From an optimization exercise on the open Yosys and OpenROAD flow, aimed at small area, a short achievable clock period and few clock cycles; shortcuts taken in it are not production practice.
No functional check of the RTL was part of any run shown here.
Power is estimated from default activity; no workload was simulated.

==> flow/design.v, too long to show whole: its modules and the start of the top module <==
// module cmd_rx_check: 188 lines
// module crc32c_step: 1069 lines
// module x2: 7 lines
module cmd_rx_check (
    input  wire         clk,
    input  wire         rst,           
    input  wire         in_valid,
    output wire         in_ready,
    input  wire [63:0]  in_data,
    input  wire         in_last,
    input  wire [3:0]   in_nbytes,     
    output reg          out_valid,
    output wire [2:0]   out_kind,
    output wire [7:0]   out_status,
    output wire [127:0] out_hdr
);
  // ...
==> flow/flow/run.sh <==
#!/bin/bash
set -euo pipefail
MARGIN=$(cat flow/margin.txt)
bash standard.sh synth > synth.log 2>&1
bash standard.sh SETUP_SLACK_MARGIN=$MARGIN \
    "BUFFER_PORTS_ARGS=-buffer_cell sky130_fd_sc_hd__buf_2" finish > layout.log 2>&1
==> flow/flow/margin.txt <==
7
==> flow/standard.sh <==
#!/bin/bash
# synth_recipe.tcl (not shown) runs the flow's synth.tcl, then flattens the netlist and writes it again
# the make line also repeats each setting of config.mk as NAME=value (left out here)
make -C /OpenROAD-flow-scripts/flow DESIGN_CONFIG=/design/flow/config.mk WORK_HOME=/design/flow/orfs CLKGATE_MAP_FILE= SYNTH_SCRIPT=/design/flow/synth_recipe.tcl "${@:-finish}"
==> flow/config.mk <==
export PLATFORM = sky130hd
export DESIGN_NAME = cmd_rx_check
export DESIGN_NICKNAME = cmd_rx_check
export VERILOG_FILES = /design/flow/design.v
export SDC_FILE = /design/flow/constraint.sdc
export NUM_CORES = 4
export LEC_CHECK = 0
export CAP_MARGIN = 20
export CORE_MARGIN = 2
export CORE_UTILIZATION = 40
export PLACE_DENSITY = 0.6
export SLEW_MARGIN = 20
export SYNTH_HIERARCHICAL = 1
export SYNTH_MINIMUM_KEEP_SIZE = 0
==> flow/constraint.sdc <==
create_clock -name core_clock -period 11.0 [get_ports {clk}]
set_input_delay 2.2000 -clock core_clock [delete_from_list [all_inputs] [get_ports {clk}]]
set_output_delay 2.2000 -clock core_clock [all_outputs]
set_load 0.01 [all_outputs]
==> flow_summary.json, run 1 <==
{
  "regMostFlops": "hdr",
  "worstMarginPinSlew_ns": 1.020,
  "slew_violations": 0,
  "cts_tree": "built",
  "nWellTaps": 600,
  "power-per-cell-area_nw_per_um2": 279.4,
  "fin_crit_sh": 0.4248,
  "outcome": "complete, no violations",
  "grt_first_pass_wirelength_um": 94850,
  "crit_fanout": 8,
  "synthTopCellsByCount": "xor2_1, dfxtp_1, nor2_1",
  "synth.area.top_cells": "xor2_1, dfxtp_1, edfxtp_1",
  "grt_util_all_layers": 0.2725,
  "place_inst": 2575,
  "first_pass_iters": 5,
  "clk_share": 0.04892,
  "setup_viol": 0,
  "fp.dieH_um": 218.4,
  "htreeDepth": 2,
  "multi_input_area_um2": 12730,
  "core_um2": 45380,
  "die_area_um2": 47680,
  "fin_tns_setup_ns": 0,
  "cts-root-buf": "clkbuf_16",
  "p_leak_nw": 9.839,
  "place_ws_ns": 4.293,
  "holdBufCountCts": 0,
  "yosys_register_bits": 302,
  "path_clk_slew_ns": 0.06,
  "fin_ws_ns": 6.327,
  "rows": 78,
  "drv_cap": 0,
  "worstSetupEndpoint": "hdr[99]$_DFFE_PP_",
  "synth_warnings": 7,
  "synthArstFlopShare": 0,
  "p_switching_mw": 3.168,
  "grt_busiest_layer": "met2"
}
==> run 2: changes to the inputs <==
==> flow/design.v (replaced) <==
module cmd_rx_check (
    input  wire         clk,
    input  wire         rst,           
    input  wire         in_valid,
    output wire         in_ready,
    input  wire [63:0]  in_data,
    input  wire         in_last,
    input  wire [3:0]   in_nbytes,     
    output reg          out_valid,
    output wire [2:0]   out_kind,
    output wire [7:0]   out_status,
    output wire [127:0] out_hdr
);
    localparam [2:0] K_ACCEPT     = 3'd0;
    localparam [2:0] K_RETRANSMIT = 3'd1;
    localparam [2:0] K_REPLY      = 3'd2;
    localparam [2:0] K_EVENT      = 3'd3;
    localparam [2:0] K_DISCARD    = 3'd4;
    localparam [2:0] K_DROP       = 3'd5;
    assign in_ready = 1'b1;
    function [31:0] residue(input [2:0] nm1);    
        case (nm1)
            3'd0:    residue = 32'h552E4907;
            3'd1:    residue = 32'h1C220F94;
            3'd2:    residue = 32'h441A975C;
            3'd3:    residue = 32'h73D74D75;
            3'd4:    residue = 32'h44C19592;
            3'd5:    residue = 32'hA8D58375;
            3'd6:    residue = 32'hBA8D89CA;
            default: residue = 32'hB798B438;
        endcase
    endfunction
    reg         r_v;
    reg         r_last;
    reg [2:0]   r_nm1;         
    reg [63:0]  r_d;
    integer k;
    reg [63:0] in_mask;
    always @(*) begin
        for (k = 0; k < 8; k = k + 1)
            in_mask[8*k +: 8] = (!in_last || k < in_nbytes) ? 8'hFF : 8'h00;
    end
    always @(posedge clk) begin
        if (rst)
            r_v <= 1'b0;
        else
            r_v <= in_valid;
    end
    always @(posedge clk) begin
        r_last <= in_last;
        r_nm1  <= in_nbytes[2:0] - 3'd1;
        r_d    <= in_data & in_mask;
    end
    reg [31:0]  crc;           
    reg [9:0]   bidx;          
    reg [127:0] hdr;           
    wire [31:0] crc_e;
    crc32c_step u_crc (.d(r_d), .s(crc), .k(r_last ? residue(r_nm1) : 32'd0),
                       .e(crc_e));
    wire [15:0] z1;
    wire [3:0]  z2;
    wire [1:0]  z3;
    genvar gi;
    generate
        for (gi = 0; gi < 16; gi = gi + 1) begin : g_z1
            nor2_g u (.a(crc_e[2*gi]), .b(crc_e[2*gi+1]), .y(z1[gi]));
        end
        for (gi = 0; gi < 4; gi = gi + 1) begin : g_z2
            nand4_g u (.a(z1[4*gi]), .b(z1[4*gi+1]), .c(z1[4*gi+2]), .d(z1[4*gi+3]),
                       .y(z2[gi]));
        end
        for (gi = 0; gi < 2; gi = gi + 1) begin : g_z3
            nor2_g u (.a(z2[2*gi]), .b(z2[2*gi+1]), .y(z3[gi]));
        end
    endgenerate
    wire crc_ok = z3[0] && z3[1];
    wire b0   = (bidx == 10'd0);
    wire b1   = (bidx == 10'd1);
    wire last = r_v && r_last;
    wire [9:0] bidx_d = !r_v ? bidx :
                        r_last ? 10'd0 :
                        (bidx[9] && bidx[1]) ? bidx : bidx + 10'd1;
    always @(posedge clk) begin
        if (rst) begin
            crc  <= 32'hFFFFFFFF;
        end else if (r_v) begin
            if (r_last)
                crc  <= 32'hFFFFFFFF;
            else
                crc  <= crc_e;
        end
    end
    always @(posedge clk) begin
        if (rst)
            bidx <= 10'd0;
        else
            bidx <= bidx_d;
    end
    wire [7:0]  h_version = hdr[7:0];
    wire [15:0] h_seq     = hdr[31:16];
    wire [15:0] h_length  = hdr[47:32];
    wire [7:0]  h_flags   = hdr[55:48];
    wire        h_posted  = h_flags[1];
    wire        short   = (bidx < 10'd2) || (bidx == 10'd2 && r_nm1 < 3'd3);
    wire        long    = bidx[9] && (bidx[1] || bidx[0] || r_nm1[2]);
    wire        drop    = short || long;
    reg         have_expected;
    reg [15:0]  expected;
    reg [5:0]   count;         
    reg [31:0]  posted_tab;    
    wire [15:0] back       = expected - h_seq;
    wire [15:0] len19    = h_length + 16'd19;      
    reg         q_lenle;       
    reg         q_lenbeat;     
    reg [2:0]   q_lenlo;       
    reg         q_badver;      
    reg         q_seqexp;      
    reg         q_inhist;      
    reg         q_hpost;       
    always @(posedge clk) begin
        q_lenle   <= (h_length <= 16'd4080);
        q_lenbeat <= ({6'd0, bidx_d} == {3'd0, len19[15:3]});
        q_lenlo   <= len19[2:0];
        q_badver  <= (h_version != 8'h02);
        q_seqexp  <= !have_expected || (back == 16'd0);
        q_inhist  <= (back[15:6] == 10'd0) && (back[5:0] <= count);
        q_hpost   <= posted_tab[h_seq[4:0]];
    end
    wire len_ok = q_lenle && q_lenbeat && (r_nm1 == q_lenlo);
    reg [2:0] kind_g;                 
    reg       st1_g, st0_g, st3_g, reply_g;
    always @(*) begin
        st1_g = 1'b0; st0_g = 1'b0; st3_g = 1'b0; reply_g = 1'b0;
        if (drop) begin
            kind_g = K_DROP;
        end else if (!len_ok) begin
            kind_g = K_REPLY; st1_g = 1'b1; reply_g = 1'b1;
        end else if (q_badver) begin
            kind_g = K_REPLY; st1_g = 1'b1; st0_g = 1'b1; reply_g = 1'b1;
        end else if (q_seqexp) begin
            kind_g = K_ACCEPT;
        end else if (q_inhist) begin
            kind_g = q_hpost ? K_DISCARD : K_RETRANSMIT;
        end else begin
            kind_g = h_posted ? K_EVENT : K_REPLY; st3_g = 1'b1; reply_g = 1'b1;
        end
    end
    wire [2:0] kind = crc_ok ? kind_g : (drop ? K_DROP : K_REPLY);
    wire       st1  = crc_ok ? st1_g : !drop;
    wire       st0  = crc_ok && st0_g;
    wire       st3  = crc_ok && st3_g;
    wire rq = last && !drop;
    wire rp = last && reply_g;
    wire ps = last && st3_g;
    wire cap_lo = r_v && b0;
    wire cap_hi = r_v && (b0 || b1);
    wire en_lo, en_par, nok_np;
    nand3_g u_nok (.a(z3[0]), .b(z3[1]), .c(!rp), .y(nok_np));
    a21o_g  u_enlo (.a1(rq), .a2(nok_np), .b1(cap_lo), .x(en_lo));
    a31o_g  u_enpar (.a1(z3[0]), .a2(z3[1]), .a3(ps), .b1(cap_hi), .x(en_par));
    reg [2:0] v_kind;
    reg       v_st1, v_st0, v_st3;    
    always @(posedge clk) begin
        if (rst)
            out_valid <= 1'b0;
        else
            out_valid <= last;
    end
    always @(posedge clk) begin
        v_kind <= kind;
        v_st1  <= st1;
        v_st0  <= st0;
        v_st3  <= st3;
    end
    wire [63:0] beat_hi = b1 ? r_d : 64'd0;
    always @(posedge clk) begin
        if (en_lo) begin
            hdr[7:0]   <= cap_lo ? r_d[7:0] : 8'h02;
            hdr[47:32] <= cap_lo ? r_d[47:32] : 16'd0;
            hdr[49]    <= cap_lo && r_d[49];
            hdr[55:52] <= cap_lo ? r_d[55:52] : 4'b0100;
            hdr[63:56] <= cap_lo ? r_d[63:56] : {4'd0, st3, 1'b0, st1, st0};
        end
        if (cap_lo) begin
            hdr[31:8]  <= r_d[31:8];
            hdr[48]    <= r_d[48];
            hdr[51:50] <= r_d[51:50];
        end
        if (cap_hi)
            hdr[95:64] <= beat_hi[31:0];
        if (en_par)
            hdr[127:96] <= cap_hi ? beat_hi[63:32] : {16'd0, expected};
    end
    wire accept = out_valid && (v_kind == K_ACCEPT);
    always @(posedge clk) begin
        if (rst) begin
            have_expected <= 1'b0;
            expected      <= 16'd0;
            count         <= 6'd0;
        end else if (accept) begin
            have_expected <= 1'b1;
            expected      <= h_seq + 16'd1;
            if (!count[5])
                count <= count + 6'd1;
        end
    end
    always @(posedge clk) begin
        if (accept)
            posted_tab[h_seq[4:0]] <= h_posted;
    end
    assign out_kind   = v_kind;
    assign out_status = {4'd0, v_st3, 1'b0, v_st1, v_st0};
    assign out_hdr    = hdr;
endmodule
module crc32c_step (
    input  wire [63:0] d,
    input  wire [31:0] s,
    input  wire [31:0] k,
    output wire [31:0] e
);
    wire t128;
    x2 g_t128 (.a(d[18]), .b(s[18]), .y(t128));
    wire t129;
    x2 g_t129 (.a(d[14]), .b(s[14]), .y(t129));
    wire t130;
    x2 g_t130 (.a(d[11]), .b(s[11]), .y(t130));
    wire t131;
    x2 g_t131 (.a(d[12]), .b(s[12]), .y(t131));
    wire t132;
    x2 g_t132 (.a(d[15]), .b(s[15]), .y(t132));
    wire t133;
    x2 g_t133 (.a(d[13]), .b(s[13]), .y(t133));
    wire t134;
    x2 g_t134 (.a(d[29]), .b(s[29]), .y(t134));
    wire t135;
    x2 g_t135 (.a(d[30]), .b(s[30]), .y(t135));
    wire t136;
    x2 g_t136 (.a(d[1]), .b(s[1]), .y(t136));
    wire t137;
    x2 g_t137 (.a(d[31]), .b(s[31]), .y(t137));
    wire t138;
    x2 g_t138 (.a(d[0]), .b(s[0]), .y(t138));
    wire t139;
    x2 g_t139 (.a(d[16]), .b(s[16]), .y(t139));
    wire t140;
    x2 g_t140 (.a(d[27]), .b(s[27]), .y(t140));
    wire t141;
    x2 g_t141 (.a(d[21]), .b(s[21]), .y(t141));
    wire t142;
    x2 g_t142 (.a(d[17]), .b(s[17]), .y(t142));
    wire t143;
    x2 g_t143 (.a(d[26]), .b(s[26]), .y(t143));
    wire t144;
    x2 g_t144 (.a(d[38]), .b(d[55]), .y(t144));
    wire t145;
    x2 g_t145 (.a(d[24]), .b(s[24]), .y(t145));
    wire t146;
    x2 g_t146 (.a(d[25]), .b(s[25]), .y(t146));
    wire t147;
    x2 g_t147 (.a(d[22]), .b(s[22]), .y(t147));
    wire t148;
    x2 g_t148 (.a(d[28]), .b(s[28]), .y(t148));
    wire t149;
    x2 g_t149 (.a(d[10]), .b(s[10]), .y(t149));
    wire t150;
    x2 g_t150 (.a(d[23]), .b(s[23]), .y(t150));
    wire t151;
    x2 g_t151 (.a(t128), .b(t129), .y(t151));
    wire t152;
    x2 g_t152 (.a(d[3]), .b(s[3]), .y(t152));
    wire t153;
    x2 g_t153 (.a(d[2]), .b(s[2]), .y(t153));
    wire t154;
    x2 g_t154 (.a(d[34]), .b(d[57]), .y(t154));
    wire t155;
    x2 g_t155 (.a(d[4]), .b(s[4]), .y(t155));
    wire t156;
    x2 g_t156 (.a(d[33]), .b(d[52]), .y(t156));
    wire t157;
    x2 g_t157 (.a(t131), .b(t133), .y(t157));
    wire t158;
    x2 g_t158 (.a(t130), .b(t134), .y(t158));
    wire t159;
    x2 g_t159 (.a(d[53]), .b(d[54]), .y(t159));
    wire t160;
    x2 g_t160 (.a(d[36]), .b(d[45]), .y(t160));
    wire t161;
    x2 g_t161 (.a(d[32]), .b(d[51]), .y(t161));
    wire t162;
    x2 g_t162 (.a(d[42]), .b(d[58]), .y(t162));
    wire t163;
    x2 g_t163 (.a(d[35]), .b(t135), .y(t163));
    wire t164;
    x2 g_t164 (.a(d[59]), .b(t136), .y(t164));
    wire t165;
    x2 g_t165 (.a(t132), .b(t140), .y(t165));
    wire t166;
    x2 g_t166 (.a(t137), .b(t146), .y(t166));
    wire t167;
    x2 g_t167 (.a(d[9]), .b(s[9]), .y(t167));
    wire t168;
    x2 g_t168 (.a(d[5]), .b(s[5]), .y(t168));
    wire t169;
    x2 g_t169 (.a(d[7]), .b(s[7]), .y(t169));
    wire t170;
    x2 g_t170 (.a(d[20]), .b(s[20]), .y(t170));
    wire t171;
    x2 g_t171 (.a(d[37]), .b(d[46]), .y(t171));
    wire t172;
    x2 g_t172 (.a(d[8]), .b(s[8]), .y(t172));
    wire t173;
    x2 g_t173 (.a(d[41]), .b(d[47]), .y(t173));
    wire t174;
    x2 g_t174 (.a(d[19]), .b(s[19]), .y(t174));
    wire t175;
    x2 g_t175 (.a(d[39]), .b(d[48]), .y(t175));
    wire t176;
    x2 g_t176 (.a(d[6]), .b(s[6]), .y(t176));
    wire t177;
    x2 g_t177 (.a(d[40]), .b(d[49]), .y(t177));
    wire t178;
    x2 g_t178 (.a(t139), .b(t148), .y(t178));
    wire t179;
    x2 g_t179 (.a(d[43]), .b(t145), .y(t179));
    wire t180;
    x2 g_t180 (.a(d[60]), .b(d[61]), .y(t180));
    wire t181;
    x2 g_t181 (.a(d[62]), .b(d[63]), .y(t181));
    wire t182;
    x2 g_t182 (.a(t144), .b(t147), .y(t182));
    wire t183;
    x2 g_t183 (.a(t143), .b(t160), .y(t183));
    wire t184;
    x2 g_t184 (.a(t141), .b(t149), .y(t184));
    wire t185;
    x2 g_t185 (.a(d[44]), .b(d[50]), .y(t185));
    wire t186;
    x2 g_t186 (.a(t150), .b(t169), .y(t186));
    wire t187;
    x2 g_t187 (.a(t138), .b(t170), .y(t187));
    wire t188;
    x2 g_t188 (.a(d[56]), .b(t142), .y(t188));
    wire t189;
    x2 g_t189 (.a(t155), .b(t181), .y(t189));
    wire t190;
    x2 g_t190 (.a(t153), .b(t180), .y(t190));
    wire t191;
    x2 g_t191 (.a(t152), .b(t162), .y(t191));
    wire t192;
    x2 g_t192 (.a(t159), .b(t173), .y(t192));
    wire t193;
    x2 g_t193 (.a(t156), .b(t171), .y(t193));
    wire t194;
    x2 g_t194 (.a(t175), .b(t176), .y(t194));
    wire t195;
    x2 g_t195 (.a(t154), .b(t174), .y(t195));
    wire t196;
    x2 g_t196 (.a(t158), .b(t166), .y(t196));
    wire t197;
    x2 g_t197 (.a(t157), .b(t179), .y(t197));
    wire t198;
    x2 g_t198 (.a(t161), .b(t168), .y(t198));
    wire t199;
    x2 g_t199 (.a(t151), .b(t163), .y(t199));
    wire t200;
    x2 g_t200 (.a(t165), .b(t184), .y(t200));
    wire t201;
    x2 g_t201 (.a(t172), .b(t185), .y(t201));
    wire t202;
    x2 g_t202 (.a(t164), .b(t191), .y(t202));
    wire t203;
    x2 g_t203 (.a(d[37]), .b(d[44]), .y(t203));
    wire t204;
    x2 g_t204 (.a(d[32]), .b(d[55]), .y(t204));
    wire t205;
    x2 g_t205 (.a(d[42]), .b(t156), .y(t205));
    wire t206;
    x2 g_t206 (.a(t153), .b(t177), .y(t206));
    wire t207;
    x2 g_t207 (.a(d[63]), .b(t142), .y(t207));
    wire t208;
    x2 g_t208 (.a(t138), .b(t168), .y(t208));
    wire t209;
    x2 g_t209 (.a(d[41]), .b(t177), .y(t209));
    wire t210;
    x2 g_t210 (.a(t130), .b(t167), .y(t210));
    wire t211;
    x2 g_t211 (.a(t150), .b(t158), .y(t211));
    wire t212;
    x2 g_t212 (.a(t178), .b(t182), .y(t212));
    wire t213;
    x2 g_t213 (.a(t188), .b(t194), .y(t213));
    wire t214;
    x2 g_t214 (.a(t183), .b(t187), .y(t214));
    wire t215;
    x2 g_t215 (.a(t131), .b(t164), .y(t215));
    wire t216;
    x2 g_t216 (.a(t151), .b(t189), .y(t216));
    wire t217;
    x2 g_t217 (.a(t186), .b(t190), .y(t217));
    wire t218;
    x2 g_t218 (.a(t178), .b(t200), .y(t218));
    wire t219;
    x2 g_t219 (.a(d[54]), .b(d[57]), .y(t219));
    wire t220;
    x2 g_t220 (.a(d[33]), .b(d[56]), .y(t220));
    wire t221;
    x2 g_t221 (.a(d[59]), .b(d[61]), .y(t221));
    wire t222;
    x2 g_t222 (.a(d[58]), .b(d[62]), .y(t222));
    wire t223;
    x2 g_t223 (.a(d[44]), .b(d[61]), .y(t223));
    wire t224;
    x2 g_t224 (.a(d[47]), .b(d[53]), .y(t224));
    wire t225;
    x2 g_t225 (.a(t143), .b(t172), .y(t225));
    wire t226;
    x2 g_t226 (.a(t133), .b(t149), .y(t226));
    wire t227;
    x2 g_t227 (.a(t141), .b(t174), .y(t227));
    wire t228;
    x2 g_t228 (.a(t150), .b(t167), .y(t228));
    wire t229;
    x2 g_t229 (.a(t135), .b(t138), .y(t229));
    wire t230;
    x2 g_t230 (.a(d[43]), .b(t128), .y(t230));
    wire t231;
    x2 g_t231 (.a(t136), .b(t161), .y(t231));
    wire t232;
    x2 g_t232 (.a(t152), .b(t154), .y(t232));
    wire t233;
    x2 g_t233 (.a(t165), .b(t195), .y(t233));
    wire t234;
    x2 g_t234 (.a(t129), .b(t201), .y(t234));
    wire t235;
    x2 g_t235 (.a(t163), .b(t209), .y(t235));
    wire t236;
    x2 g_t236 (.a(t193), .b(t198), .y(t236));
    wire t237;
    x2 g_t237 (.a(t157), .b(t189), .y(t237));
    wire t238;
    x2 g_t238 (.a(t169), .b(t206), .y(t238));
    wire t239;
    x2 g_t239 (.a(t151), .b(t207), .y(t239));
    wire t240;
    x2 g_t240 (.a(d[60]), .b(t237), .y(t240));
    wire t241;
    x2 g_t241 (.a(t199), .b(t213), .y(t241));
    wire t242;
    x2 g_t242 (.a(t192), .b(t212), .y(t242));
    wire t243;
    x2 g_t243 (.a(t196), .b(t216), .y(t243));
    wire t244;
    x2 g_t244 (.a(d[58]), .b(d[60]), .y(t244));
    wire t245;
    x2 g_t245 (.a(d[40]), .b(d[46]), .y(t245));
    wire t246;
    x2 g_t246 (.a(d[35]), .b(d[38]), .y(t246));
    wire t247;
    x2 g_t247 (.a(d[34]), .b(d[50]), .y(t247));
    wire t248;
    x2 g_t248 (.a(d[35]), .b(d[47]), .y(t248));
    wire t249;
    x2 g_t249 (.a(d[36]), .b(d[59]), .y(t249));
    wire t250;
    x2 g_t250 (.a(d[57]), .b(d[62]), .y(t250));
    wire t251;
    x2 g_t251 (.a(d[39]), .b(d[51]), .y(t251));
    wire t252;
    x2 g_t252 (.a(d[40]), .b(d[63]), .y(t252));
    wire t253;
    x2 g_t253 (.a(t177), .b(t203), .y(t253));
    wire t254;
    x2 g_t254 (.a(d[52]), .b(t185), .y(t254));
    wire t255;
    x2 g_t255 (.a(t137), .b(t155), .y(t255));
    wire t256;
    x2 g_t256 (.a(t134), .b(t144), .y(t256));
    wire t257;
    x2 g_t257 (.a(t139), .b(t159), .y(t257));
    wire t258;
    x2 g_t258 (.a(t160), .b(t222), .y(t258));
    wire t259;
    x2 g_t259 (.a(t170), .b(t171), .y(t259));
    wire t260;
    x2 g_t260 (.a(d[38]), .b(t180), .y(t260));
    wire t261;
    x2 g_t261 (.a(t145), .b(t176), .y(t261));
    wire t262;
    x2 g_t262 (.a(t147), .b(t224), .y(t262));
    wire t263;
    x2 g_t263 (.a(t173), .b(t175), .y(t263));
    wire t264;
    x2 g_t264 (.a(t140), .b(t244), .y(t264));
    wire t265;
    x2 g_t265 (.a(t139), .b(t141), .y(t265));
    wire t266;
    x2 g_t266 (.a(d[36]), .b(t145), .y(t266));
    wire t267;
    x2 g_t267 (.a(t144), .b(t167), .y(t267));
    wire t268;
    x2 g_t268 (.a(t132), .b(t134), .y(t268));
    wire t269;
    x2 g_t269 (.a(d[56]), .b(t204), .y(t269));
    wire t270;
    x2 g_t270 (.a(d[50]), .b(t132), .y(t270));
    wire t271;
    x2 g_t271 (.a(t155), .b(t161), .y(t271));
    wire t272;
    x2 g_t272 (.a(t128), .b(t219), .y(t272));
    wire t273;
    x2 g_t273 (.a(d[55]), .b(t245), .y(t273));
    wire t274;
    x2 g_t274 (.a(t137), .b(t247), .y(t274));
    wire t275;
    x2 g_t275 (.a(t159), .b(t162), .y(t275));
    wire t276;
    x2 g_t276 (.a(d[48]), .b(t148), .y(t276));
    wire t277;
    x2 g_t277 (.a(t183), .b(t226), .y(t277));
    wire t278;
    x2 g_t278 (.a(t195), .b(t230), .y(t278));
    wire t279;
    x2 g_t279 (.a(t163), .b(t201), .y(t279));
    wire t280;
    x2 g_t280 (.a(t208), .b(t264), .y(t280));
    wire t281;
    x2 g_t281 (.a(t186), .b(t203), .y(t281));
    wire t282;
    x2 g_t282 (.a(t165), .b(t182), .y(t282));
    wire t283;
    x2 g_t283 (.a(t179), .b(t225), .y(t283));
    wire t284;
    x2 g_t284 (.a(t178), .b(t228), .y(t284));
    wire t285;
    x2 g_t285 (.a(t158), .b(t193), .y(t285));
    wire t286;
    x2 g_t286 (.a(d[41]), .b(t188), .y(t286));
    wire t287;
    x2 g_t287 (.a(t157), .b(t275), .y(t287));
    wire t288;
    x2 g_t288 (.a(t190), .b(t227), .y(t288));
    wire t289;
    x2 g_t289 (.a(t166), .b(t257), .y(t289));
    wire t290;
    x2 g_t290 (.a(t182), .b(t232), .y(t290));
    wire t291;
    x2 g_t291 (.a(t190), .b(t202), .y(t291));
    wire t292;
    x2 g_t292 (.a(t233), .b(t234), .y(t292));
    wire t293;
    x2 g_t293 (.a(t197), .b(t217), .y(t293));
    wire t294;
    x2 g_t294 (.a(t196), .b(t217), .y(t294));
    wire t295;
    x2 g_t295 (.a(t199), .b(t238), .y(t295));
    wire o0_0;
    x2 g_o0_0 (.a(t133), .b(t153), .y(o0_0));
    wire o0_1;
    x2 g_o0_1 (.a(t249), .b(o0_0), .y(o0_1));
    wire o0_2;
    x2 g_o0_2 (.a(t184), .b(t188), .y(o0_2));
    wire o0_3;
    x2 g_o0_3 (.a(t263), .b(k[0]), .y(o0_3));
    wire o0_4;
    x2 g_o0_4 (.a(o0_1), .b(o0_2), .y(o0_4));
    wire o0_5;
    x2 g_o0_5 (.a(t212), .b(t278), .y(o0_5));
    wire o0_6;
    x2 g_o0_6 (.a(t280), .b(t285), .y(o0_6));
    wire o0_7;
    x2 g_o0_7 (.a(o0_3), .b(o0_4), .y(o0_7));
    wire o0_8;
    x2 g_o0_8 (.a(o0_5), .b(o0_6), .y(o0_8));
    wire o0_9;
    x2 g_o0_9 (.a(o0_7), .b(o0_8), .y(o0_9));
    assign e[0] = o0_9;
    wire o1_0;
    x2 g_o1_0 (.a(t131), .b(t148), .y(o1_0));
    wire o1_1;
    x2 g_o1_1 (.a(o1_0), .b(t187), .y(o1_1));
    wire o1_2;
    x2 g_o1_2 (.a(t195), .b(t253), .y(o1_2));
    wire o1_3;
    x2 g_o1_3 (.a(t260), .b(t262), .y(o1_3));
    wire o1_4;
    x2 g_o1_4 (.a(k[1]), .b(o1_1), .y(o1_4));
    wire o1_5;
    x2 g_o1_5 (.a(o1_2), .b(o1_3), .y(o1_5));
    wire o1_6;
    x2 g_o1_6 (.a(t202), .b(t211), .y(o1_6));
    wire o1_7;
    x2 g_o1_7 (.a(o1_4), .b(o1_5), .y(o1_7));
    wire o1_8;
    x2 g_o1_8 (.a(o1_6), .b(t241), .y(o1_8));
    wire o1_9;
    x2 g_o1_9 (.a(o1_7), .b(o1_8), .y(o1_9));
    assign e[1] = o1_9;
    wire o2_0;
    x2 g_o2_0 (.a(d[38]), .b(d[50]), .y(o2_0));
    wire o2_1;
    x2 g_o2_1 (.a(o2_0), .b(t175), .y(o2_1));
    wire o2_2;
    x2 g_o2_2 (.a(o2_1), .b(t164), .y(o2_2));
    wire o2_3;
    x2 g_o2_3 (.a(t187), .b(t227), .y(o2_3));
    wire o2_4;
    x2 g_o2_4 (.a(t255), .b(t258), .y(o2_4));
    wire o2_5;
    x2 g_o2_5 (.a(t268), .b(t272), .y(o2_5));
    wire o2_6;
    x2 g_o2_6 (.a(k[2]), .b(o2_2), .y(o2_6));
    wire o2_7;
    x2 g_o2_7 (.a(o2_3), .b(o2_4), .y(o2_7));
    wire o2_8;
    x2 g_o2_8 (.a(o2_5), .b(t235), .y(o2_8));
    wire o2_9;
    x2 g_o2_9 (.a(o2_6), .b(o2_7), .y(o2_9));
    wire o2_10;
    x2 g_o2_10 (.a(o2_8), .b(t293), .y(o2_10));
    wire o2_11;
    x2 g_o2_11 (.a(o2_10), .b(o2_9), .y(o2_11));
    assign e[2] = o2_11;
    wire o3_0;
    x2 g_o3_0 (.a(d[39]), .b(d[55]), .y(o3_0));
    wire o3_1;
    x2 g_o3_1 (.a(o3_0), .b(t133), .y(o3_1));
    wire o3_2;
    x2 g_o3_2 (.a(t135), .b(t139), .y(o3_2));
    wire o3_3;
    x2 g_o3_3 (.a(t147), .b(t181), .y(o3_3));
    wire o3_4;
    x2 g_o3_4 (.a(o3_1), .b(o3_2), .y(o3_4));
    wire o3_5;
    x2 g_o3_5 (.a(o3_3), .b(t166), .y(o3_5));
    wire o3_6;
    x2 g_o3_6 (.a(t198), .b(t209), .y(o3_6));
    wire o3_7;
    x2 g_o3_7 (.a(t259), .b(t266), .y(o3_7));
    wire o3_8;
    x2 g_o3_8 (.a(k[3]), .b(o3_4), .y(o3_8));
    wire o3_9;
    x2 g_o3_9 (.a(o3_5), .b(o3_6), .y(o3_9));
    wire o3_10;
    x2 g_o3_10 (.a(o3_7), .b(t202), .y(o3_10));
    wire o3_11;
    x2 g_o3_11 (.a(t234), .b(t288), .y(o3_11));
    wire o3_12;
    x2 g_o3_12 (.a(o3_10), .b(o3_11), .y(o3_12));
    wire o3_13;
    x2 g_o3_13 (.a(o3_8), .b(o3_9), .y(o3_13));
    wire o3_14;
    x2 g_o3_14 (.a(o3_12), .b(o3_13), .y(o3_14));
    assign e[3] = o3_14;
    wire o4_0;
    x2 g_o4_0 (.a(d[50]), .b(d[61]), .y(o4_0));
    wire o4_1;
    x2 g_o4_1 (.a(o4_0), .b(t170), .y(o4_1));
    wire o4_2;
    x2 g_o4_2 (.a(k[4]), .b(o4_1), .y(o4_2));
    wire o4_3;
    x2 g_o4_3 (.a(t191), .b(t194), .y(o4_3));
    wire o4_4;
    x2 g_o4_4 (.a(t198), .b(t273), .y(o4_4));
    wire o4_5;
    x2 g_o4_5 (.a(o4_2), .b(o4_3), .y(o4_5));
    wire o4_6;
    x2 g_o4_6 (.a(o4_4), .b(t233), .y(o4_6));
    wire o4_7;
    x2 g_o4_7 (.a(t277), .b(t284), .y(o4_7));
    wire o4_8;
    x2 g_o4_8 (.a(o4_5), .b(o4_6), .y(o4_8));
    wire o4_9;
    x2 g_o4_9 (.a(o4_7), .b(t243), .y(o4_9));
    wire o4_10;
    x2 g_o4_10 (.a(o4_8), .b(o4_9), .y(o4_10));
    assign e[4] = o4_10;
    wire o5_0;
    x2 g_o5_0 (.a(t132), .b(t143), .y(o5_0));
    wire o5_1;
    x2 g_o5_1 (.a(t154), .b(t161), .y(o5_1));
    wire o5_2;
    x2 g_o5_2 (.a(o5_0), .b(o5_1), .y(o5_2));
    wire o5_3;
    x2 g_o5_3 (.a(t182), .b(t187), .y(o5_3));
    wire o5_4;
    x2 g_o5_4 (.a(t194), .b(t266), .y(o5_4));
    wire o5_5;
    x2 g_o5_5 (.a(k[5]), .b(o5_2), .y(o5_5));
    wire o5_6;
    x2 g_o5_6 (.a(o5_3), .b(o5_4), .y(o5_6));
    wire o5_7;
    x2 g_o5_7 (.a(o5_5), .b(o5_6), .y(o5_7));
    wire o5_8;
    x2 g_o5_8 (.a(t240), .b(t295), .y(o5_8));
    wire o5_9;
    x2 g_o5_9 (.a(o5_7), .b(o5_8), .y(o5_9));
    assign e[5] = o5_9;
    wire o6_0;
    x2 g_o6_0 (.a(d[43]), .b(d[46]), .y(o6_0));
    wire o6_1;
    x2 g_o6_1 (.a(o6_0), .b(t149), .y(o6_1));
    wire o6_2;
    x2 g_o6_2 (.a(t172), .b(t177), .y(o6_2));
    wire o6_3;
    x2 g_o6_3 (.a(t248), .b(o6_1), .y(o6_3));
    wire o6_4;
    x2 g_o6_4 (.a(o6_2), .b(t164), .y(o6_4));
    wire o6_5;
    x2 g_o6_5 (.a(t270), .b(t276), .y(o6_5));
    wire o6_6;
    x2 g_o6_6 (.a(k[6]), .b(o6_3), .y(o6_6));
    wire o6_7;
    x2 g_o6_7 (.a(o6_4), .b(o6_5), .y(o6_7));
    wire o6_8;
    x2 g_o6_8 (.a(t239), .b(t290), .y(o6_8));
    wire o6_9;
    x2 g_o6_9 (.a(o6_6), .b(o6_7), .y(o6_9));
    wire o6_10;
    x2 g_o6_10 (.a(o6_8), .b(t294), .y(o6_10));
    wire o6_11;
    x2 g_o6_11 (.a(o6_10), .b(o6_9), .y(o6_11));
    assign e[6] = o6_11;
    wire o7_0;
    x2 g_o7_0 (.a(d[49]), .b(d[62]), .y(o7_0));
    wire o7_1;
    x2 g_o7_1 (.a(o7_0), .b(t142), .y(o7_1));
    wire o7_2;
    x2 g_o7_2 (.a(t143), .b(t148), .y(o7_2));
    wire o7_3;
    x2 g_o7_3 (.a(t155), .b(t221), .y(o7_3));
    wire o7_4;
    x2 g_o7_4 (.a(o7_1), .b(o7_2), .y(o7_4));
    wire o7_5;
    x2 g_o7_5 (.a(o7_3), .b(t228), .y(o7_5));
    wire o7_6;
    x2 g_o7_6 (.a(k[7]), .b(o7_4), .y(o7_6));
    wire o7_7;
    x2 g_o7_7 (.a(o7_5), .b(t197), .y(o7_7));
    wire o7_8;
    x2 g_o7_8 (.a(t200), .b(t236), .y(o7_8));
    wire o7_9;
    x2 g_o7_9 (.a(t279), .b(t290), .y(o7_9));
    wire o7_10;
    x2 g_o7_10 (.a(o7_6), .b(o7_7), .y(o7_10));
    wire o7_11;
    x2 g_o7_11 (.a(o7_8), .b(o7_9), .y(o7_11));
    wire o7_12;
    x2 g_o7_12 (.a(o7_10), .b(o7_11), .y(o7_12));
    assign e[7] = o7_12;
    wire o8_0;
    x2 g_o8_0 (.a(d[34]), .b(d[56]), .y(o8_0));
    wire o8_1;
    x2 g_o8_1 (.a(o8_0), .b(t156), .y(o8_1));
    wire o8_2;
    x2 g_o8_2 (.a(t160), .b(t185), .y(o8_2));
    wire o8_3;
    x2 g_o8_3 (.a(t246), .b(t251), .y(o8_3));
    wire o8_4;
    x2 g_o8_4 (.a(o8_1), .b(o8_2), .y(o8_4));
    wire o8_5;
    x2 g_o8_5 (.a(o8_3), .b(t226), .y(o8_5));
    wire o8_6;
    x2 g_o8_6 (.a(t261), .b(t262), .y(o8_6));
    wire o8_7;
    x2 g_o8_7 (.a(k[8]), .b(o8_4), .y(o8_7));
    wire o8_8;
    x2 g_o8_8 (.a(o8_5), .b(o8_6), .y(o8_8));
    wire o8_9;
    x2 g_o8_9 (.a(t280), .b(t284), .y(o8_9));
    wire o8_10;
    x2 g_o8_10 (.a(o8_7), .b(o8_8), .y(o8_10));
    wire o8_11;
    x2 g_o8_11 (.a(o8_9), .b(t243), .y(o8_11));
    wire o8_12;
    x2 g_o8_12 (.a(o8_10), .b(o8_11), .y(o8_12));
    assign e[8] = o8_12;
    wire o9_0;
    x2 g_o9_0 (.a(d[45]), .b(d[58]), .y(o9_0));
    wire o9_1;
    x2 g_o9_1 (.a(o9_0), .b(t143), .y(o9_1));
    wire o9_2;
    x2 g_o9_2 (.a(t146), .b(t176), .y(o9_2));
    wire o9_3;
    x2 g_o9_3 (.a(t220), .b(t252), .y(o9_3));
    wire o9_4;
    x2 g_o9_4 (.a(o9_1), .b(o9_2), .y(o9_4));
    wire o9_5;
    x2 g_o9_5 (.a(o9_3), .b(t192), .y(o9_5));
    wire o9_6;
    x2 g_o9_6 (.a(t231), .b(t265), .y(o9_6));
    wire o9_7;
    x2 g_o9_7 (.a(k[9]), .b(o9_4), .y(o9_7));
    wire o9_8;
    x2 g_o9_8 (.a(o9_5), .b(o9_6), .y(o9_8));
    wire o9_9;
    x2 g_o9_9 (.a(t199), .b(t282), .y(o9_9));
    wire o9_10;
    x2 g_o9_10 (.a(o9_7), .b(o9_8), .y(o9_10));
    wire o9_11;
    x2 g_o9_11 (.a(o9_9), .b(t293), .y(o9_11));
    wire o9_12;
    x2 g_o9_12 (.a(o9_10), .b(o9_11), .y(o9_12));
    assign e[9] = o9_12;
    wire o10_0;
    x2 g_o10_0 (.a(d[47]), .b(d[54]), .y(o10_0));
    wire o10_1;
    x2 g_o10_1 (.a(d[62]), .b(o10_0), .y(o10_1));
    wire o10_2;
    x2 g_o10_2 (.a(t132), .b(o10_1), .y(o10_2));
    wire o10_3;
    x2 g_o10_3 (.a(t151), .b(t184), .y(o10_3));
    wire o10_4;
    x2 g_o10_4 (.a(t191), .b(t208), .y(o10_4));
    wire o10_5;
    x2 g_o10_5 (.a(t260), .b(k[10]), .y(o10_5));
    wire o10_6;
    x2 g_o10_6 (.a(o10_2), .b(o10_3), .y(o10_6));
    wire o10_7;
    x2 g_o10_7 (.a(o10_4), .b(t196), .y(o10_7));
    wire o10_8;
    x2 g_o10_8 (.a(t281), .b(t283), .y(o10_8));
    wire o10_9;
    x2 g_o10_9 (.a(o10_5), .b(o10_6), .y(o10_9));
    wire o10_10;
    x2 g_o10_10 (.a(o10_7), .b(o10_8), .y(o10_10));
    wire o10_11;
    x2 g_o10_11 (.a(o10_10), .b(o10_9), .y(o10_11));
    assign e[10] = o10_11;
    wire o11_0;
    x2 g_o11_0 (.a(d[32]), .b(d[45]), .y(o11_0));
    wire o11_1;
    x2 g_o11_1 (.a(o11_0), .b(t139), .y(o11_1));
    wire o11_2;
    x2 g_o11_2 (.a(t146), .b(t174), .y(o11_2));
    wire o11_3;
    x2 g_o11_3 (.a(t223), .b(o11_1), .y(o11_3));
    wire o11_4;
    x2 g_o11_4 (.a(o11_2), .b(t189), .y(o11_4));
    wire o11_5;
    x2 g_o11_5 (.a(t194), .b(t210), .y(o11_5));
    wire o11_6;
    x2 g_o11_6 (.a(t229), .b(k[11]), .y(o11_6));
    wire o11_7;
    x2 g_o11_7 (.a(o11_3), .b(o11_4), .y(o11_7));
    wire o11_8;
    x2 g_o11_8 (.a(o11_5), .b(t215), .y(o11_8));
    wire o11_9;
    x2 g_o11_9 (.a(t282), .b(t283), .y(o11_9));
    wire o11_10;
    x2 g_o11_10 (.a(o11_6), .b(o11_7), .y(o11_10));
    wire o11_11;
    x2 g_o11_11 (.a(o11_8), .b(o11_9), .y(o11_11));
    wire o11_12;
    x2 g_o11_12 (.a(o11_10), .b(o11_11), .y(o11_12));
    assign e[11] = o11_12;
    wire o12_0;
    x2 g_o12_0 (.a(d[48]), .b(d[52]), .y(o12_0));
    wire o12_1;
    x2 g_o12_1 (.a(d[58]), .b(o12_0), .y(o12_1));
    wire o12_2;
    x2 g_o12_2 (.a(t141), .b(t167), .y(o12_2));
    wire o12_3;
    x2 g_o12_3 (.a(t173), .b(t181), .y(o12_3));
    wire o12_4;
    x2 g_o12_4 (.a(o12_1), .b(o12_2), .y(o12_4));
    wire o12_5;
    x2 g_o12_5 (.a(o12_3), .b(t182), .y(o12_5));
    wire o12_6;
    x2 g_o12_6 (.a(t186), .b(t253), .y(o12_6));
    wire o12_7;
    x2 g_o12_7 (.a(k[12]), .b(o12_4), .y(o12_7));
    wire o12_8;
    x2 g_o12_8 (.a(o12_5), .b(o12_6), .y(o12_8));
    wire o12_9;
    x2 g_o12_9 (.a(t196), .b(t214), .y(o12_9));
    wire o12_10;
    x2 g_o12_10 (.a(t215), .b(t278), .y(o12_10));
    wire o12_11;
    x2 g_o12_11 (.a(o12_10), .b(o12_7), .y(o12_11));
    wire o12_12;
    x2 g_o12_12 (.a(o12_8), .b(o12_9), .y(o12_12));
    wire o12_13;
    x2 g_o12_13 (.a(o12_11), .b(o12_12), .y(o12_13));
    assign e[12] = o12_13;
    wire o13_0;
    x2 g_o13_0 (.a(d[49]), .b(t128), .y(o13_0));
    wire o13_1;
    x2 g_o13_1 (.a(t131), .b(t136), .y(o13_1));
    wire o13_2;
    x2 g_o13_2 (.a(t154), .b(t168), .y(o13_2));
    wire o13_3;
    x2 g_o13_3 (.a(t204), .b(t224), .y(o13_3));
    wire o13_4;
    x2 g_o13_4 (.a(o13_0), .b(o13_1), .y(o13_4));
    wire o13_5;
    x2 g_o13_5 (.a(o13_2), .b(o13_3), .y(o13_5));
    wire o13_6;
    x2 g_o13_6 (.a(t178), .b(t179), .y(o13_6));
    wire o13_7;
    x2 g_o13_7 (.a(t205), .b(t207), .y(o13_7));
    wire o13_8;
    x2 g_o13_8 (.a(k[13]), .b(o13_4), .y(o13_8));
    wire o13_9;
    x2 g_o13_9 (.a(o13_5), .b(o13_6), .y(o13_9));
    wire o13_10;
    x2 g_o13_10 (.a(o13_7), .b(t211), .y(o13_10));
    wire o13_11;
    x2 g_o13_11 (.a(t214), .b(t279), .y(o13_11));
    wire o13_12;
    x2 g_o13_12 (.a(o13_10), .b(o13_11), .y(o13_12));
    wire o13_13;
    x2 g_o13_13 (.a(o13_8), .b(o13_9), .y(o13_13));
    wire o13_14;
    x2 g_o13_14 (.a(o13_12), .b(o13_13), .y(o13_14));
    assign e[13] = o13_14;
    wire o14_0;
    x2 g_o14_0 (.a(d[45]), .b(d[57]), .y(o14_0));
    wire o14_1;
    x2 g_o14_1 (.a(d[60]), .b(o14_0), .y(o14_1));
    wire o14_2;
    x2 g_o14_2 (.a(t149), .b(t251), .y(o14_2));
    wire o14_3;
    x2 g_o14_3 (.a(o14_1), .b(o14_2), .y(o14_3));
    wire o14_4;
    x2 g_o14_4 (.a(t163), .b(t166), .y(o14_4));
    wire o14_5;
    x2 g_o14_5 (.a(t208), .b(t210), .y(o14_5));
    wire o14_6;
    x2 g_o14_6 (.a(t254), .b(t261), .y(o14_6));
    wire o14_7;
    x2 g_o14_7 (.a(k[14]), .b(o14_3), .y(o14_7));
    wire o14_8;
    x2 g_o14_8 (.a(o14_4), .b(o14_5), .y(o14_8));
    wire o14_9;
    x2 g_o14_9 (.a(o14_6), .b(t215), .y(o14_9));
    wire o14_10;
    x2 g_o14_10 (.a(o14_7), .b(o14_8), .y(o14_10));
    wire o14_11;
    x2 g_o14_11 (.a(o14_9), .b(t242), .y(o14_11));
    wire o14_12;
    x2 g_o14_12 (.a(o14_10), .b(o14_11), .y(o14_12));
    assign e[14] = o14_12;
    wire o15_0;
    x2 g_o15_0 (.a(d[52]), .b(t149), .y(o15_0));
    wire o15_1;
    x2 g_o15_1 (.a(o15_0), .b(t183), .y(o15_1));
    wire o15_2;
    x2 g_o15_2 (.a(t231), .b(t273), .y(o15_2));
    wire o15_3;
    x2 g_o15_3 (.a(k[15]), .b(o15_1), .y(o15_3));
    wire o15_4;
    x2 g_o15_4 (.a(o15_2), .b(t213), .y(o15_4));
    wire o15_5;
    x2 g_o15_5 (.a(t287), .b(o15_3), .y(o15_5));
    wire o15_6;
    x2 g_o15_6 (.a(o15_4), .b(t294), .y(o15_6));
    wire o15_7;
    x2 g_o15_7 (.a(o15_5), .b(o15_6), .y(o15_7));
    assign e[15] = o15_7;
    wire o16_0;
    x2 g_o16_0 (.a(t130), .b(t135), .y(o16_0));
    wire o16_1;
    x2 g_o16_1 (.a(t140), .b(t152), .y(o16_1));
    wire o16_2;
    x2 g_o16_2 (.a(t221), .b(t250), .y(o16_2));
    wire o16_3;
    x2 g_o16_3 (.a(o16_0), .b(o16_1), .y(o16_3));
    wire o16_4;
    x2 g_o16_4 (.a(o16_2), .b(t151), .y(o16_4));
    wire o16_5;
    x2 g_o16_5 (.a(t192), .b(t193), .y(o16_5));
    wire o16_6;
    x2 g_o16_6 (.a(t225), .b(t269), .y(o16_6));
    wire o16_7;
    x2 g_o16_7 (.a(k[16]), .b(o16_3), .y(o16_7));
    wire o16_8;
    x2 g_o16_8 (.a(o16_4), .b(o16_5), .y(o16_8));
    wire o16_9;
    x2 g_o16_9 (.a(o16_6), .b(t197), .y(o16_9));
    wire o16_10;
    x2 g_o16_10 (.a(t238), .b(o16_7), .y(o16_10));
    wire o16_11;
    x2 g_o16_11 (.a(o16_8), .b(o16_9), .y(o16_11));
    wire o16_12;
    x2 g_o16_12 (.a(o16_10), .b(o16_11), .y(o16_12));
    assign e[16] = o16_12;
    wire o17_0;
    x2 g_o17_0 (.a(t220), .b(t166), .y(o17_0));
    wire o17_1;
    x2 g_o17_1 (.a(t191), .b(t192), .y(o17_1));
    wire o17_2;
    x2 g_o17_2 (.a(t267), .b(t276), .y(o17_2));
    wire o17_3;
    x2 g_o17_3 (.a(k[17]), .b(o17_0), .y(o17_3));
    wire o17_4;
    x2 g_o17_4 (.a(o17_1), .b(o17_2), .y(o17_4));
    wire o17_5;
    x2 g_o17_5 (.a(o17_3), .b(o17_4), .y(o17_5));
    wire o17_6;
    x2 g_o17_6 (.a(t240), .b(t292), .y(o17_6));
    wire o17_7;
    x2 g_o17_7 (.a(o17_5), .b(o17_6), .y(o17_7));
    assign e[17] = o17_7;
    wire o18_0;
    x2 g_o18_0 (.a(d[42]), .b(d[49]), .y(o18_0));
    wire o18_1;
    x2 g_o18_1 (.a(d[54]), .b(o18_0), .y(o18_1));
    wire o18_2;
    x2 g_o18_2 (.a(t147), .b(t173), .y(o18_2));
    wire o18_3;
    x2 g_o18_3 (.a(t246), .b(o18_1), .y(o18_3));
    wire o18_4;
    x2 g_o18_4 (.a(o18_2), .b(t165), .y(o18_4));
    wire o18_5;
    x2 g_o18_5 (.a(t193), .b(t210), .y(o18_5));
    wire o18_6;
    x2 g_o18_6 (.a(t271), .b(k[18]), .y(o18_6));
    wire o18_7;
    x2 g_o18_7 (.a(o18_3), .b(o18_4), .y(o18_7));
    wire o18_8;
    x2 g_o18_8 (.a(o18_5), .b(t214), .y(o18_8));
    wire o18_9;
    x2 g_o18_9 (.a(t239), .b(t288), .y(o18_9));
    wire o18_10;
    x2 g_o18_10 (.a(o18_6), .b(o18_7), .y(o18_10));
    wire o18_11;
    x2 g_o18_11 (.a(o18_8), .b(o18_9), .y(o18_11));
    wire o18_12;
    x2 g_o18_12 (.a(o18_10), .b(o18_11), .y(o18_12));
    assign e[18] = o18_12;
    wire o19_0;
    x2 g_o19_0 (.a(d[53]), .b(t250), .y(o19_0));
    wire o19_1;
    x2 g_o19_1 (.a(o19_0), .b(t157), .y(o19_1));
    wire o19_2;
    x2 g_o19_2 (.a(t187), .b(t270), .y(o19_2));
    wire o19_3;
    x2 g_o19_3 (.a(k[19]), .b(o19_1), .y(o19_3));
    wire o19_4;
    x2 g_o19_4 (.a(o19_2), .b(t211), .y(o19_4));
    wire o19_5;
    x2 g_o19_5 (.a(t286), .b(o19_3), .y(o19_5));
    wire o19_6;
    x2 g_o19_6 (.a(o19_4), .b(t291), .y(o19_6));
    wire o19_7;
    x2 g_o19_7 (.a(o19_5), .b(o19_6), .y(o19_7));
    assign e[19] = o19_7;
    wire o20_0;
    x2 g_o20_0 (.a(d[51]), .b(t219), .y(o20_0));
    wire o20_1;
    x2 g_o20_1 (.a(o20_0), .b(t229), .y(o20_1));
    wire o20_2;
    x2 g_o20_2 (.a(t265), .b(k[20]), .y(o20_2));
    wire o20_3;
    x2 g_o20_3 (.a(o20_1), .b(t197), .y(o20_3));
    wire o20_4;
    x2 g_o20_4 (.a(t216), .b(o20_2), .y(o20_4));
    wire o20_5;
    x2 g_o20_5 (.a(o20_3), .b(t291), .y(o20_5));
    wire o20_6;
    x2 g_o20_6 (.a(o20_4), .b(o20_5), .y(o20_6));
    assign e[20] = o20_6;
    wire o21_0;
    x2 g_o21_0 (.a(d[36]), .b(d[38]), .y(o21_0));
    wire o21_1;
    x2 g_o21_1 (.a(o21_0), .b(t136), .y(o21_1));
    wire o21_2;
    x2 g_o21_2 (.a(t138), .b(t171), .y(o21_2));
    wire o21_3;
    x2 g_o21_3 (.a(t220), .b(t223), .y(o21_3));
    wire o21_4;
    x2 g_o21_4 (.a(o21_1), .b(o21_2), .y(o21_4));
    wire o21_5;
    x2 g_o21_5 (.a(o21_3), .b(t232), .y(o21_5));
    wire o21_6;
    x2 g_o21_6 (.a(t263), .b(k[21]), .y(o21_6));
    wire o21_7;
    x2 g_o21_7 (.a(o21_4), .b(o21_5), .y(o21_7));
    wire o21_8;
    x2 g_o21_8 (.a(o21_6), .b(o21_7), .y(o21_8));
    wire o21_9;
    x2 g_o21_9 (.a(t218), .b(t243), .y(o21_9));
    wire o21_10;
    x2 g_o21_10 (.a(o21_8), .b(o21_9), .y(o21_10));
    assign e[21] = o21_10;
    wire o22_0;
    x2 g_o22_0 (.a(d[46]), .b(t164), .y(o22_0));
    wire o22_1;
    x2 g_o22_1 (.a(t183), .b(t205), .y(o22_1));
    wire o22_2;
    x2 g_o22_2 (.a(t230), .b(t269), .y(o22_2));
    wire o22_3;
    x2 g_o22_3 (.a(k[22]), .b(o22_0), .y(o22_3));
    wire o22_4;
    x2 g_o22_4 (.a(o22_1), .b(o22_2), .y(o22_4));
    wire o22_5;
    x2 g_o22_5 (.a(t200), .b(t235), .y(o22_5));
    wire o22_6;
    x2 g_o22_6 (.a(o22_3), .b(o22_4), .y(o22_6));
    wire o22_7;
    x2 g_o22_7 (.a(o22_5), .b(t240), .y(o22_7));
    wire o22_8;
    x2 g_o22_8 (.a(o22_6), .b(o22_7), .y(o22_8));
    assign e[22] = o22_8;
    wire o23_0;
    x2 g_o23_0 (.a(d[53]), .b(t137), .y(o23_0));
    wire o23_1;
    x2 g_o23_1 (.a(t162), .b(t175), .y(o23_1));
    wire o23_2;
    x2 g_o23_2 (.a(t221), .b(o23_0), .y(o23_2));
    wire o23_3;
    x2 g_o23_3 (.a(o23_1), .b(t184), .y(o23_3));
    wire o23_4;
    x2 g_o23_4 (.a(t254), .b(t256), .y(o23_4));
    wire o23_5;
    x2 g_o23_5 (.a(k[23]), .b(o23_2), .y(o23_5));
    wire o23_6;
    x2 g_o23_6 (.a(o23_3), .b(o23_4), .y(o23_6));
    wire o23_7;
    x2 g_o23_7 (.a(t239), .b(o23_5), .y(o23_7));
    wire o23_8;
    x2 g_o23_8 (.a(o23_6), .b(o23_7), .y(o23_8));
    assign e[23] = o23_8;
    wire o24_0;
    x2 g_o24_0 (.a(d[48]), .b(t133), .y(o24_0));
    wire o24_1;
    x2 g_o24_1 (.a(t142), .b(t154), .y(o24_1));
    wire o24_2;
    x2 g_o24_2 (.a(o24_0), .b(o24_1), .y(o24_2));
    wire o24_3;
    x2 g_o24_3 (.a(t192), .b(t206), .y(o24_3));
    wire o24_4;
    x2 g_o24_4 (.a(t229), .b(t256), .y(o24_4));
    wire o24_5;
    x2 g_o24_5 (.a(t258), .b(k[24]), .y(o24_5));
    wire o24_6;
    x2 g_o24_6 (.a(o24_2), .b(o24_3), .y(o24_6));
    wire o24_7;
    x2 g_o24_7 (.a(o24_4), .b(t236), .y(o24_7));
    wire o24_8;
    x2 g_o24_8 (.a(o24_5), .b(o24_6), .y(o24_8));
    wire o24_9;
    x2 g_o24_9 (.a(o24_7), .b(t218), .y(o24_9));
    wire o24_10;
    x2 g_o24_10 (.a(o24_8), .b(o24_9), .y(o24_10));
    assign e[24] = o24_10;
    wire o25_0;
    x2 g_o25_0 (.a(d[49]), .b(d[63]), .y(o25_0));
    wire o25_1;
    x2 g_o25_1 (.a(o25_0), .b(t274), .y(o25_1));
    wire o25_2;
    x2 g_o25_2 (.a(k[25]), .b(o25_1), .y(o25_2));
    wire o25_3;
    x2 g_o25_3 (.a(t202), .b(t285), .y(o25_3));
    wire o25_4;
    x2 g_o25_4 (.a(o25_2), .b(o25_3), .y(o25_4));
    wire o25_5;
    x2 g_o25_5 (.a(t241), .b(t242), .y(o25_5));
    wire o25_6;
    x2 g_o25_6 (.a(o25_4), .b(o25_5), .y(o25_6));
    assign e[25] = o25_6;
    wire o26_0;
    x2 g_o26_0 (.a(d[50]), .b(t130), .y(o26_0));
    wire o26_1;
    x2 g_o26_1 (.a(t147), .b(o26_0), .y(o26_1));
    wire o26_2;
    x2 g_o26_2 (.a(t186), .b(t255), .y(o26_2));
    wire o26_3;
    x2 g_o26_3 (.a(k[26]), .b(o26_1), .y(o26_3));
    wire o26_4;
    x2 g_o26_4 (.a(o26_2), .b(t235), .y(o26_4));
    wire o26_5;
    x2 g_o26_5 (.a(t236), .b(t287), .y(o26_5));
    wire o26_6;
    x2 g_o26_6 (.a(o26_3), .b(o26_4), .y(o26_6));
    wire o26_7;
    x2 g_o26_7 (.a(o26_5), .b(t218), .y(o26_7));
    wire o26_8;
    x2 g_o26_8 (.a(o26_6), .b(o26_7), .y(o26_8));
    assign e[26] = o26_8;
    wire o27_0;
    x2 g_o27_0 (.a(t129), .b(t138), .y(o27_0));
    wire o27_1;
    x2 g_o27_1 (.a(t142), .b(t172), .y(o27_1));
    wire o27_2;
    x2 g_o27_2 (.a(t176), .b(t249), .y(o27_2));
    wire o27_3;
    x2 g_o27_3 (.a(o27_0), .b(o27_1), .y(o27_3));
    wire o27_4;
    x2 g_o27_4 (.a(o27_2), .b(t198), .y(o27_4));
    wire o27_5;
    x2 g_o27_5 (.a(t205), .b(t274), .y(o27_5));
    wire o27_6;
    x2 g_o27_6 (.a(k[27]), .b(o27_3), .y(o27_6));
    wire o27_7;
    x2 g_o27_7 (.a(o27_4), .b(o27_5), .y(o27_7));
    wire o27_8;
    x2 g_o27_8 (.a(t197), .b(t211), .y(o27_8));
    wire o27_9;
    x2 g_o27_9 (.a(o27_6), .b(o27_7), .y(o27_9));
    wire o27_10;
    x2 g_o27_10 (.a(o27_8), .b(t242), .y(o27_10));
    wire o27_11;
    x2 g_o27_11 (.a(o27_10), .b(o27_9), .y(o27_11));
    assign e[27] = o27_11;
    wire o28_0;
    x2 g_o28_0 (.a(d[34]), .b(d[55]), .y(o28_0));
    wire o28_1;
    x2 g_o28_1 (.a(d[60]), .b(o28_0), .y(o28_1));
    wire o28_2;
    x2 g_o28_2 (.a(t146), .b(t159), .y(o28_2));
    wire o28_3;
    x2 g_o28_3 (.a(t167), .b(o28_1), .y(o28_3));
    wire o28_4;
    x2 g_o28_4 (.a(o28_2), .b(t205), .y(o28_4));
    wire o28_5;
    x2 g_o28_5 (.a(t231), .b(t268), .y(o28_5));
    wire o28_6;
    x2 g_o28_6 (.a(k[28]), .b(o28_3), .y(o28_6));
    wire o28_7;
    x2 g_o28_7 (.a(o28_4), .b(o28_5), .y(o28_7));
    wire o28_8;
    x2 g_o28_8 (.a(t197), .b(t281), .y(o28_8));
    wire o28_9;
    x2 g_o28_9 (.a(o28_6), .b(o28_7), .y(o28_9));
    wire o28_10;
    x2 g_o28_10 (.a(o28_8), .b(t241), .y(o28_10));
    wire o28_11;
    x2 g_o28_11 (.a(o28_10), .b(o28_9), .y(o28_11));
    assign e[28] = o28_11;
    wire o29_0;
    x2 g_o29_0 (.a(d[56]), .b(t132), .y(o29_0));
    wire o29_1;
    x2 g_o29_1 (.a(t144), .b(t156), .y(o29_1));
    wire o29_2;
    x2 g_o29_2 (.a(t172), .b(t223), .y(o29_2));
    wire o29_3;
    x2 g_o29_3 (.a(o29_0), .b(o29_1), .y(o29_3));
    wire o29_4;
    x2 g_o29_4 (.a(o29_2), .b(t179), .y(o29_4));
    wire o29_5;
    x2 g_o29_5 (.a(t195), .b(k[29]), .y(o29_5));
    wire o29_6;
    x2 g_o29_6 (.a(o29_3), .b(o29_4), .y(o29_6));
    wire o29_7;
    x2 g_o29_7 (.a(t277), .b(t289), .y(o29_7));
    wire o29_8;
    x2 g_o29_8 (.a(o29_5), .b(o29_6), .y(o29_8));
    wire o29_9;
    x2 g_o29_9 (.a(o29_7), .b(t295), .y(o29_9));
    wire o29_10;
    x2 g_o29_10 (.a(o29_8), .b(o29_9), .y(o29_10));
    assign e[29] = o29_10;
    wire o30_0;
    x2 g_o30_0 (.a(d[35]), .b(d[39]), .y(o30_0));
    wire o30_1;
    x2 g_o30_1 (.a(o30_0), .b(t152), .y(o30_1));
    wire o30_2;
    x2 g_o30_2 (.a(t171), .b(t204), .y(o30_2));
    wire o30_3;
    x2 g_o30_3 (.a(t222), .b(o30_1), .y(o30_3));
    wire o30_4;
    x2 g_o30_4 (.a(o30_2), .b(t210), .y(o30_4));
    wire o30_5;
    x2 g_o30_5 (.a(k[30]), .b(o30_3), .y(o30_5));
    wire o30_6;
    x2 g_o30_6 (.a(o30_4), .b(t214), .y(o30_6));
    wire o30_7;
    x2 g_o30_7 (.a(t286), .b(t289), .y(o30_7));
    wire o30_8;
    x2 g_o30_8 (.a(o30_5), .b(o30_6), .y(o30_8));
    wire o30_9;
    x2 g_o30_9 (.a(o30_7), .b(t292), .y(o30_9));
    wire o30_10;
    x2 g_o30_10 (.a(o30_8), .b(o30_9), .y(o30_10));
    assign e[30] = o30_10;
    wire o31_0;
    x2 g_o31_0 (.a(d[33]), .b(t162), .y(o31_0));
    wire o31_1;
    x2 g_o31_1 (.a(t248), .b(t252), .y(o31_1));
    wire o31_2;
    x2 g_o31_2 (.a(o31_0), .b(o31_1), .y(o31_2));
    wire o31_3;
    x2 g_o31_3 (.a(t183), .b(t188), .y(o31_3));
    wire o31_4;
    x2 g_o31_4 (.a(t259), .b(t267), .y(o31_4));
    wire o31_5;
    x2 g_o31_5 (.a(t271), .b(t272), .y(o31_5));
    wire o31_6;
    x2 g_o31_6 (.a(k[31]), .b(o31_2), .y(o31_6));
    wire o31_7;
    x2 g_o31_7 (.a(o31_3), .b(o31_4), .y(o31_7));
    wire o31_8;
    x2 g_o31_8 (.a(o31_5), .b(t215), .y(o31_8));
    wire o31_9;
    x2 g_o31_9 (.a(o31_6), .b(o31_7), .y(o31_9));
    wire o31_10;
    x2 g_o31_10 (.a(o31_8), .b(t218), .y(o31_10));
    wire o31_11;
    x2 g_o31_11 (.a(o31_10), .b(o31_9), .y(o31_11));
    assign e[31] = o31_11;
endmodule
module x2 (
    input  wire a,
    input  wire b,
    output wire y
);
    assign y = a ^ b;
endmodule
module nor2_g (
    input  wire a,
    input  wire b,
    output wire y
);
    assign y = !(a || b);
endmodule
module nand3_g (
    input  wire a,
    input  wire b,
    input  wire c,
    output wire y
);
    assign y = !(a && b && c);
endmodule
module nand4_g (
    input  wire a,
    input  wire b,
    input  wire c,
    input  wire d,
    output wire y
);
    assign y = !(a && b && c && d);
endmodule
module a21o_g (
    input  wire a1,
    input  wire a2,
    input  wire b1,
    output wire x
);
    assign x = (a1 && a2) || b1;
endmodule
module a31o_g (
    input  wire a1,
    input  wire a2,
    input  wire a3,
    input  wire b1,
    output wire x
);
    assign x = (a1 && a2 && a3) || b1;
endmodule
==> flow/flow/margin.txt (replaced) <==
7.6
==> run 2 against run 1 <==
  * Sequential cell count grew 8
  * Die area grew 1.1%
  * Combinational power grew 53%
  * Critical path depth shrank 4
  * Fmax grew 19%
  * Critical path type unchanged
  * Synthesized cell count shrank 1.7%
  * Area after synthesis grew 1.1%
==> flow_summary.json, run 2 <==
{
  "fin_crit_ns": 3.915,
  "regMostFlops": "hdr",
  "ys_seq_area_frac": 0.4200,
  "ys_types": 72,
  "cts.sinks": 310,
  "worstMarginPinSlew_ns": 1.035,
  "setup_viol": 0,
  "fin_tns_setup_ns": 0,
  "cts_tree": "built",
  "crit_type": "reg -> reg",
  "yosys_register_bits": 310,
  "synthArstFlopShare": 0,
  "startpoint_type": "flop",
  "synth.avg_cell_area_um2": 10.22,
  "grt_util_all_layers": 0.2631,
  "path_clk_slew_ns": 0.06,
  "drv_cap": 0,
  "htreeDepth": 2,
  "power-per-cell-area_nw_per_um2": 350.3,
  "slew_headroom": 0.3103,
  "yosysMostFrequentCell": "xor2_1",
  "grt_pass1_vias": 14510,
  "cts-root-buf": "clkbuf_16",
  "p_leak_nw": 10.23,
  "first_pass_iters": 5,
  "reg2reg_depth": 15,
  "place_inst": 2536,
  "synth_top_area_cell": "edfxtp_1",
  "place_ws_ns": 6.593,
  "grt_max_degree": 68,
  "swShare": 0.4843,
  "syn_inst": 1818,
  "start_util": 0.4078,
  "gp_congestion": 1.015,
  "outcome": "complete, no violations",
  "grt_first_pass_wirelength_um": 92070,
  "layout_commonest_cell": "xor2_1",
  "syn2layout_area_growth_pct": 39.57,
  "synthTopCellsByCount": "xor2_1, edfxtp_1, dfxtp_1",
  "pwr-share-comb": 0.711,
  "fin_nets": 2266,
  "die_area_um2": 48210,
  "diodes": 0,
  "rows": 78,
  "synth_warnings": 7,
  "synthesis.area_um2": 18590,
  "seqCellArea_um2": 8004,
  "yosysTopAreaCellShare": 0.2585,
  "fin_util": 0.5692,
  "core_um2": 45580,
  "crit_fanout": 9,
  "io_pins": 213,
  "largestRegisters": "hdr: 128 flops, r_d: 64 flops",
  "multi_input_area_um2": 12790,
  "drcViolationCount": 0,
  "fp.dieH_um": 219.6,
  "fin_ws_ns": 7.085,
  "slew_violations": 0,
  "final_hold_viol_count": 0,
  "p_switching_mw": 4.400,
  "internal_power_mw": 4.686,
  "crit_arrival_ns": 4.22,
  "whs_ns": 0.4522,
  "place_hpwl_um": 46680,
  "drt-initial-drc-count": 1298,
  "skew_ns": 0.03466,
  "stdcell_area_um2": 25940,
  "fin_crit_sh": 0.3559,
  "synth.area.top_cells": "edfxtp_1, xor2_1, dfxtp_1",
  "cts_max_path_buffers": 3,
  "largest_register_ffs": 128
}
-- run 2: how the worst max path moves through the flow --
| stage | from | endpoint | slack (ns) | depth (start not counted) |
|---|---|---|---|---|
| finish | r_d[10]$_DFF_P_ | hdr[34]$_SDFFCE_PN0P_ | 7.08 | 15 |
| global placement | bidx[2]$_SDFF_PP0_ | hdr[117]$_SDFFCE_PN0P_ | 6.45 | 6 |
| floorplan | r_d[15]$_DFF_P_ | hdr[57]$_DFFE_PP_ | 7.61 | 14 |
| detailed placement | r_d[3]$_DFF_P_ | hdr[112]$_SDFFCE_PN0P_ | 6.59 | 10 |
| CTS | r_d[10]$_DFF_P_ | hdr[57]$_DFFE_PP_ | 7.40 | 15 |
| global route | crc[17]$_SDFFE_PP1P_ | hdr[57]$_DFFE_PP_ | 7.09 | 14 |
-- run 2: power by group through the flow --
| stage | Sequential (mW) | Combinational (mW) | Clock, mW |
|---|---|---|---|
| 2_1_floorplan | 1.42 | 4.64 | 0 |
| 3_3_place_gp | 1.45 | 4.69 | 0 |
| 3_5_place_dp | 1.45 | 4.64 | 0 |
| 4_1_cts | 1.47 | 5.67 | 1.17 |
| 5_1_grt | 1.48 | 6.76 | 1.22 |
| 6_report | 1.47 | 6.46 | 1.15 |
-- run 2: cell families after synthesis --
family          after synthesis  synth area share
simple gates                503            0.1444
compound gates              203           0.06906
flops                       310            0.4200
fa+ha+maj                    38           0.02639
mux                          34           0.02632
xor+xnor                    581            0.2738
buf+inv                     147           0.03965
other cells                   2         0.0004040
-- run 2: routing by layer --
| metal | GRT usage | routed length [µm] |
|---|---|---|
| met3 | 0.04624 | 4532 |
| met1 | 0.3313 | 26290 |
| met4 | 0.1342 | 3947 |
| met2 | 0.4345 | 32180 |
| met5 | 0 | 27 |
-- run 2: repair_timing --
item | 4_1_cts | 5_1_grt
setup endpoints to repair | 97 | 97
pin swaps | 84 | 54
setup buffers | 125 | 49
cloned | 3 | 5
hold buffers | 0 | 0
gates resized for setup | 291 | 93
-- run 2: critical path, stage by stage (launching register included) --
cell     delay [ns]
dfxtp_4        0.37
xor2_4         0.31
buf_12         0.19
xor2_4         0.26
xor2_1         0.26
xor2_1         0.30
xor2_2         0.35
xor2_2         0.14
nor2_1         0.16
nand4_1        0.22
nor2_4         0.24
buf_4          0.14
buf_6          0.13
nand3_4        0.15
a21o_4         0.28
buf_12         0.15
-- run 2: cell type report --
| cell class | instances | area share |
|---|---|---|
| Multi-Input combinational cell | 1371 | 0.4932 |
| Sequential cell | 310 | 0.3085 |
| Timing Repair Buffer | 392 | 0.1185 |
| Clock buffer | 49 | 0.03979 |
| Tap cell | 600 | 0.02894 |
| Inverter | 44 | 0.006559 |
| Clock inverter | 17 | 0.004148 |
| Timing Repair inverter | 1 | 0.0002894 |
-- run 2: Yosys stat by module (local to each module, per instance) --
module / flops+latches / area, µm² / cells / times used
nor2_g: 0 / 3.754 / 1 / 18
nand4_g: 0 / 6.256 / 1 / 4
a21o_g: 0 / 7.507 / 1 / 1
crc32c_step: 0 / 240.2 / 32 / 1
nand3_g: 0 / 5.005 / 1 / 1
x2: 0 / 8.758 / 1 / 525
cmd_rx_check: 310 / 13640 / 1236 / 1
a31o_g: 0 / 8.758 / 1 / 1

## what the ideal ports hide
Ports are ideal in the flow. The routed layouts listed here were re-timed in OpenROAD.
Step 1 (the two cells are an assumption about what drives the block):
set clk [get_ports {clk}]
set_driving_cell -lib_cell sky130_fd_sc_hd__clkbuf_16 $clk
set_driving_cell -lib_cell sky130_fd_sc_hd__buf_2 [delete_from_list [all_inputs] $clk]
Step 2 moves the port delays by t, midway between the first and last clock arrival at a register: inputs arrive t later, outputs are due t later. That takes back most of the time a late clock gives input paths.
a / b / c = ideal / step 1 / step 2; a / b = the first two.
run	shift t [ns]	slack for setup (ns)	worst hold slack (ns)	slew at the worst register clock pin (ns)
run 1	0.610	6.327 / 6.327 / 6.327	0.493 / 0.493 / 0.493	0.06 / 0.06
run 2	0.597	7.085 / 7.085 / 7.085	0.452 / 0.452 / 0.452	0.07 / 0.07
After both steps every run listed still meets setup and hold.
